This is an optimization exercise on Yosys and OpenROAD, whose aim is small area, a short achievable clock period and few clock cycles per item, not a production implementation.

==> module ce_aes, before the edit <==
module ce_aes (
    input  wire         clk,
    input  wire         rst,        
    input  wire         start,
    input  wire         key_256,    
    input  wire [255:0] key,
    input  wire [127:0] din,
    output wire         ready,
    output reg          done,
    output reg  [127:0] dout
);
  reg          bsy1;       
  reg          lst1;       
  reg  [3:0]   rnd1;       
  reg          k2561;
  reg  [127:0] s;          
  reg  [127:0] ka1;        
  reg  [127:0] kb1;        
  reg  [31:0]  gw1;        
  reg          bsy2;
  reg          lst2;
  reg  [3:0]   rnd2;
  reg          k2562;
  reg  [287:0] q;          
  reg  [127:0] ka2;
  reg  [127:0] kb2;
  reg  [71:0]  gq;         
  reg          rdy;
  assign ready = rdy;
  function [7:0] xtime;
    input [7:0] a;
    xtime = {a[6:0], 1'b0} ^ (a[7] ? 8'h1b : 8'h00);
  endfunction
  function [31:0] rotw;
    input [31:0] w;
    rotw = {w[23:0], w[31:24]};
  endfunction
  function [7:0] rcon_f;
    input [3:0] i;
    case (i)
      4'd1:    rcon_f = 8'h01;
      4'd2:    rcon_f = 8'h02;
      4'd3:    rcon_f = 8'h04;
      4'd4:    rcon_f = 8'h08;
      4'd5:    rcon_f = 8'h10;
      4'd6:    rcon_f = 8'h20;
      4'd7:    rcon_f = 8'h40;
      4'd8:    rcon_f = 8'h80;
      4'd9:    rcon_f = 8'h1b;
      4'd10:   rcon_f = 8'h36;
      default: rcon_f = 8'h00;
    endcase
  endfunction
  genvar n;
  wire [287:0] sa;
  generate
    for (n = 0; n < 16; n = n + 1) begin : g_sboxa
      ce_aes_sbox_a u_sa (.sbox_in(s[127-8*n -: 8]), .mid(sa[287-18*n -: 18]));
    end
  endgenerate
  wire [71:0] ga;
  generate
    for (n = 0; n < 4; n = n + 1) begin : g_ksa
      ce_aes_sbox_a u_ka (.sbox_in(gw1[31-8*n -: 8]), .mid(ga[71-18*n -: 18]));
    end
  endgenerate
  wire [127:0] sb;    
  generate
    for (n = 0; n < 16; n = n + 1) begin : g_sboxb
      ce_aes_sbox_b u_sb (.mid(q[287-18*n -: 18]), .sbox_out(sb[127-8*n -: 8]));
    end
  endgenerate
  wire [127:0] sr;
  generate
    for (n = 0; n < 16; n = n + 1) begin : g_shift
      localparam integer R = n % 4;
      localparam integer C = n / 4;
      localparam integer SRC = 4 * ((C + R) % 4) + R;
      assign sr[127-8*n -: 8] = sb[127-8*SRC -: 8];
    end
  endgenerate
  wire [31:0] g2;    
  generate
    for (n = 0; n < 4; n = n + 1) begin : g_ksb
      ce_aes_sbox_b u_kb (.mid(gq[71-18*n -: 18]), .sbox_out(g2[31-8*n -: 8]));
    end
  endgenerate
  wire        use_rot = k2562 ? rnd2[0] : 1'b1;
  wire [3:0]  rc_idx  = k2562 ? ((rnd2 + 4'd1) >> 1) : rnd2;
  wire [7:0]  rc      = use_rot ? rcon_f(rc_idx) : 8'h00;
  wire [31:0] p0 = ka2[127:96] ^ {rc, 24'h000000};
  wire [31:0] p1 = p0 ^ ka2[95:64];
  wire [31:0] p2 = p1 ^ ka2[63:32];
  wire [31:0] p3 = p2 ^ ka2[31:0];
  wire [127:0] pw = {p0, p1, p2, p3};
  wire [127:0] kexp;
  generate
    for (n = 0; n < 128; n = n + 1) begin : g_kexp
      ce_aes_gx u_x (.a(pw[n]), .b(g2[n % 32]), .y(kexp[n]));
    end
  endgenerate
  wire [127:0] rk = k2562 ? kb2 : kexp;
  wire next_rot = !k2562 || !rnd2[0];
  wire [127:0] x;
  generate
    for (n = 0; n < 128; n = n + 1) begin : g_ark
      ce_aes_gx u_x (.a(sr[n]), .b(rk[n]), .y(x[n]));
    end
  endgenerate
  wire [127:0] round_out;
  generate
    for (n = 0; n < 4; n = n + 1) begin : g_mix
      wire [31:0] a = sr[127-32*n -: 32];
      wire [31:0] u;       
      wire [7:0]  t;       
      wire [31:0] xt;      
      wire [31:0] m;       
      genvar i, b;
      for (i = 0; i < 4; i = i + 1) begin : g_byte
        for (b = 0; b < 8; b = b + 1) begin : g_bit
          ce_aes_gx u_u (.a(a[31-8*i-7+b]), .b(a[31-8*((i+1)%4)-7+b]), .y(u[31-8*i-7+b]));
          ce_aes_gx u_m (.a(t[b]), .b(xt[31-8*i-7+b]), .y(m[31-8*i-7+b]));
          ce_aes_gx u_o (.a(x[127-32*n-8*i-7+b]), .b(m[31-8*i-7+b]),
                         .y(round_out[127-32*n-8*i-7+b]));
        end
        wire [7:0] ub = u[31-8*i -: 8];
        assign xt[31-8*i-7+0] = ub[7];
        ce_aes_gx u_x1 (.a(ub[0]), .b(ub[7]), .y(xt[31-8*i-7+1]));
        assign xt[31-8*i-7+2] = ub[1];
        ce_aes_gx u_x3 (.a(ub[2]), .b(ub[7]), .y(xt[31-8*i-7+3]));
        ce_aes_gx u_x4 (.a(ub[3]), .b(ub[7]), .y(xt[31-8*i-7+4]));
        assign xt[31-8*i-7+5] = ub[4];
        assign xt[31-8*i-7+6] = ub[5];
        assign xt[31-8*i-7+7] = ub[6];
      end
      for (b = 0; b < 8; b = b + 1) begin : g_t
        ce_aes_gx u_t (.a(u[31-7+b]), .b(u[15-7+b]), .y(t[b]));
      end
    end
  endgenerate
  wire ld  = !bsy2 || lst2;
  wire acc = start && rdy;
  wire       bsy1_n  = ld ? acc : bsy2;
  wire       k2561_n = ld ? key_256 : k2562;
  wire [3:0] rnd1_n  = ld ? 4'd1 : rnd2 + 4'd1;
  wire [3:0] nr_m1   = k2562 ? 4'd13 : 4'd9;
  wire       lst1_n  = !ld && (rnd2 == nr_m1);
  wire       rdy_n   = (!bsy1 || lst1) &&
                       !(bsy1_n && k2561_n && (rnd1_n < 4'd5));
  always @(posedge clk) begin
    if (rst) begin
      bsy1 <= 1'b0;
      bsy2 <= 1'b0;
      lst1 <= 1'b0;
      lst2 <= 1'b0;
      rdy  <= 1'b1;
      done <= 1'b0;
    end else begin
      bsy1 <= bsy1_n;
      lst1 <= lst1_n;
      bsy2 <= bsy1;
      lst2 <= lst1;
      rdy  <= rdy_n;
      done <= bsy2 && lst2;
    end
  end
  always @(posedge clk) begin
    q     <= sa;
    gq    <= ga;
    ka2   <= ka1;
    kb2   <= kb1;
    rnd2  <= rnd1;
    k2562 <= k2561;
    dout  <= x;
    rnd1  <= rnd1_n;
    k2561 <= k2561_n;
    if (ld) begin
      s   <= din ^ key[255:128];
      ka1 <= key[255:128];
      kb1 <= key[127:0];
      gw1 <= rotw(key_256 ? key[31:0] : key[159:128]);
    end else begin
      s   <= round_out;
      ka1 <= rk;       
      kb1 <= kexp;
      gw1 <= next_rot ? rotw(kexp[31:0]) : kexp[31:0];   
    end
  end
endmodule
export LEC_CHECK = 0
export CAP_MARGIN = 20
export CORE_MARGIN = 2
export CORE_UTILIZATION = 50
export CTS_CLUSTER_DIAMETER = 80
export CTS_CLUSTER_SIZE = 24
export GPL_ROUTABILITY_DRIVEN = 1
export GPL_TIMING_DRIVEN = 1
export PLACE_DENSITY = 0.75
export SETUP_SLACK_MARGIN = 5
export SLEW_MARGIN = 20
export SYNTH_HIERARCHICAL = 1
export SYNTH_MINIMUM_KEEP_SIZE = 0
create_clock -name core_clock -period 10.0 [get_ports {clk}]
standard.sh (not shown) runs the stock make flow with config.mk's settings and CLKGATE_MAP_FILE= SYNTH_SCRIPT=/design/flow/synth_recipe.tcl, a recipe that flattens the netlist after the stock synthesis.
==> flow/flow/run.sh <==
#!/bin/bash
set -euo pipefail
bash standard.sh SETUP_SLACK_MARGIN=6 \
  "BUFFER_PORTS_ARGS=-buffer_cell sky130_fd_sc_hd__buf_1" finish > standard.log 2>&1
Rerun with:
--- a/flow/design.v
+++ b/flow/design.v
@@ -364,50 +364,24 @@
   wire [31:0] p1 = p0 ^ ka2[95:64];
   wire [31:0] p2 = p1 ^ ka2[63:32];
   wire [31:0] p3 = p2 ^ ka2[31:0];
-  wire [127:0] pw = {p0, p1, p2, p3};
-  wire [127:0] kexp;
-  generate
-    for (n = 0; n < 128; n = n + 1) begin : g_kexp
-      ce_aes_gx u_x (.a(pw[n]), .b(g2[n % 32]), .y(kexp[n]));
-    end
-  endgenerate
+  wire [127:0] kexp = {p0 ^ g2, p1 ^ g2, p2 ^ g2, p3 ^ g2};
   wire [127:0] rk = k2562 ? kb2 : kexp;
   wire next_rot = !k2562 || !rnd2[0];
-  wire [127:0] x;
-  generate
-    for (n = 0; n < 128; n = n + 1) begin : g_ark
-      ce_aes_gx u_x (.a(sr[n]), .b(rk[n]), .y(x[n]));
-    end
-  endgenerate
+  wire [127:0] x = sr ^ rk;
   wire [127:0] round_out;
   generate
     for (n = 0; n < 4; n = n + 1) begin : g_mix
-      wire [31:0] a = sr[127-32*n -: 32];
-      wire [31:0] u;       
-      wire [7:0]  t;       
-      wire [31:0] xt;      
-      wire [31:0] m;       
-      genvar i, b;
-      for (i = 0; i < 4; i = i + 1) begin : g_byte
-        for (b = 0; b < 8; b = b + 1) begin : g_bit
-          ce_aes_gx u_u (.a(a[31-8*i-7+b]), .b(a[31-8*((i+1)%4)-7+b]), .y(u[31-8*i-7+b]));
-          ce_aes_gx u_m (.a(t[b]), .b(xt[31-8*i-7+b]), .y(m[31-8*i-7+b]));
-          ce_aes_gx u_o (.a(x[127-32*n-8*i-7+b]), .b(m[31-8*i-7+b]),
-                         .y(round_out[127-32*n-8*i-7+b]));
-        end
-        wire [7:0] ub = u[31-8*i -: 8];
-        assign xt[31-8*i-7+0] = ub[7];
-        ce_aes_gx u_x1 (.a(ub[0]), .b(ub[7]), .y(xt[31-8*i-7+1]));
-        assign xt[31-8*i-7+2] = ub[1];
-        ce_aes_gx u_x3 (.a(ub[2]), .b(ub[7]), .y(xt[31-8*i-7+3]));
-        ce_aes_gx u_x4 (.a(ub[3]), .b(ub[7]), .y(xt[31-8*i-7+4]));
-        assign xt[31-8*i-7+5] = ub[4];
-        assign xt[31-8*i-7+6] = ub[5];
-        assign xt[31-8*i-7+7] = ub[6];
-      end
-      for (b = 0; b < 8; b = b + 1) begin : g_t
-        ce_aes_gx u_t (.a(u[31-7+b]), .b(u[15-7+b]), .y(t[b]));
-      end
+      wire [7:0] a0 = sr[127-32*n -: 8];
+      wire [7:0] a1 = sr[119-32*n -: 8];
+      wire [7:0] a2 = sr[111-32*n -: 8];
+      wire [7:0] a3 = sr[103-32*n -: 8];
+      wire [7:0] u0 = a0 ^ a1;
+      wire [7:0] u1 = a1 ^ a2;
+      wire [7:0] u2 = a2 ^ a3;
+      wire [7:0] u3 = a3 ^ a0;
+      wire [7:0] t  = u0 ^ u2;
+      assign round_out[127-32*n -: 32] = x[127-32*n -: 32] ^
+          {t ^ xtime(u0), t ^ xtime(u1), t ^ xtime(u2), t ^ xtime(u3)};
     end
   endgenerate
   wire ld  = !bsy2 || lst2;
=> Global-route usage grows by 0.83 points; core utilization climbs by 0.57 points; routed wire length is higher by 2.5%; count of clock-buffer cells in the layout goes up by 3.
No run of this note included a check of the RTL's function; only the layout flow was run.

-- separate check: timing with driven ports --
The results above use ideal ports. As a check the final layouts listed here were re-extracted and re-timed, cells and wires unchanged.
Step 1 (the two cells are an assumption about what drives the block):
set clk [get_ports {clk}]
set_driving_cell -lib_cell sky130_fd_sc_hd__clkbuf_16 $clk
set_driving_cell -lib_cell sky130_fd_sc_hd__buf_2 [delete_from_list [all_inputs] $clk]
Step 2 times the ports against the registers' clock, not the clock port: input delays grow and output delays shrink by t, the midpoint of the rising clock arrivals with the driver on.
a / b / c = no drivers / after step 1 / after step 2; a / b = the first two.
| run | t, ns | slack for setup (ns) | hold WS [ns] | worst setup path after step 2 |
|---|---|---|---|---|
| the first run | 0.778 | 5.968 / 5.968 / 5.968 | 0.323 / 0.323 / 0.323 | register to register |
| the second run | 0.744 | 6.057 / 6.057 / 6.057 | 0.313 / 0.313 / 0.313 | register to register |
After both steps every run listed still meets setup and hold.
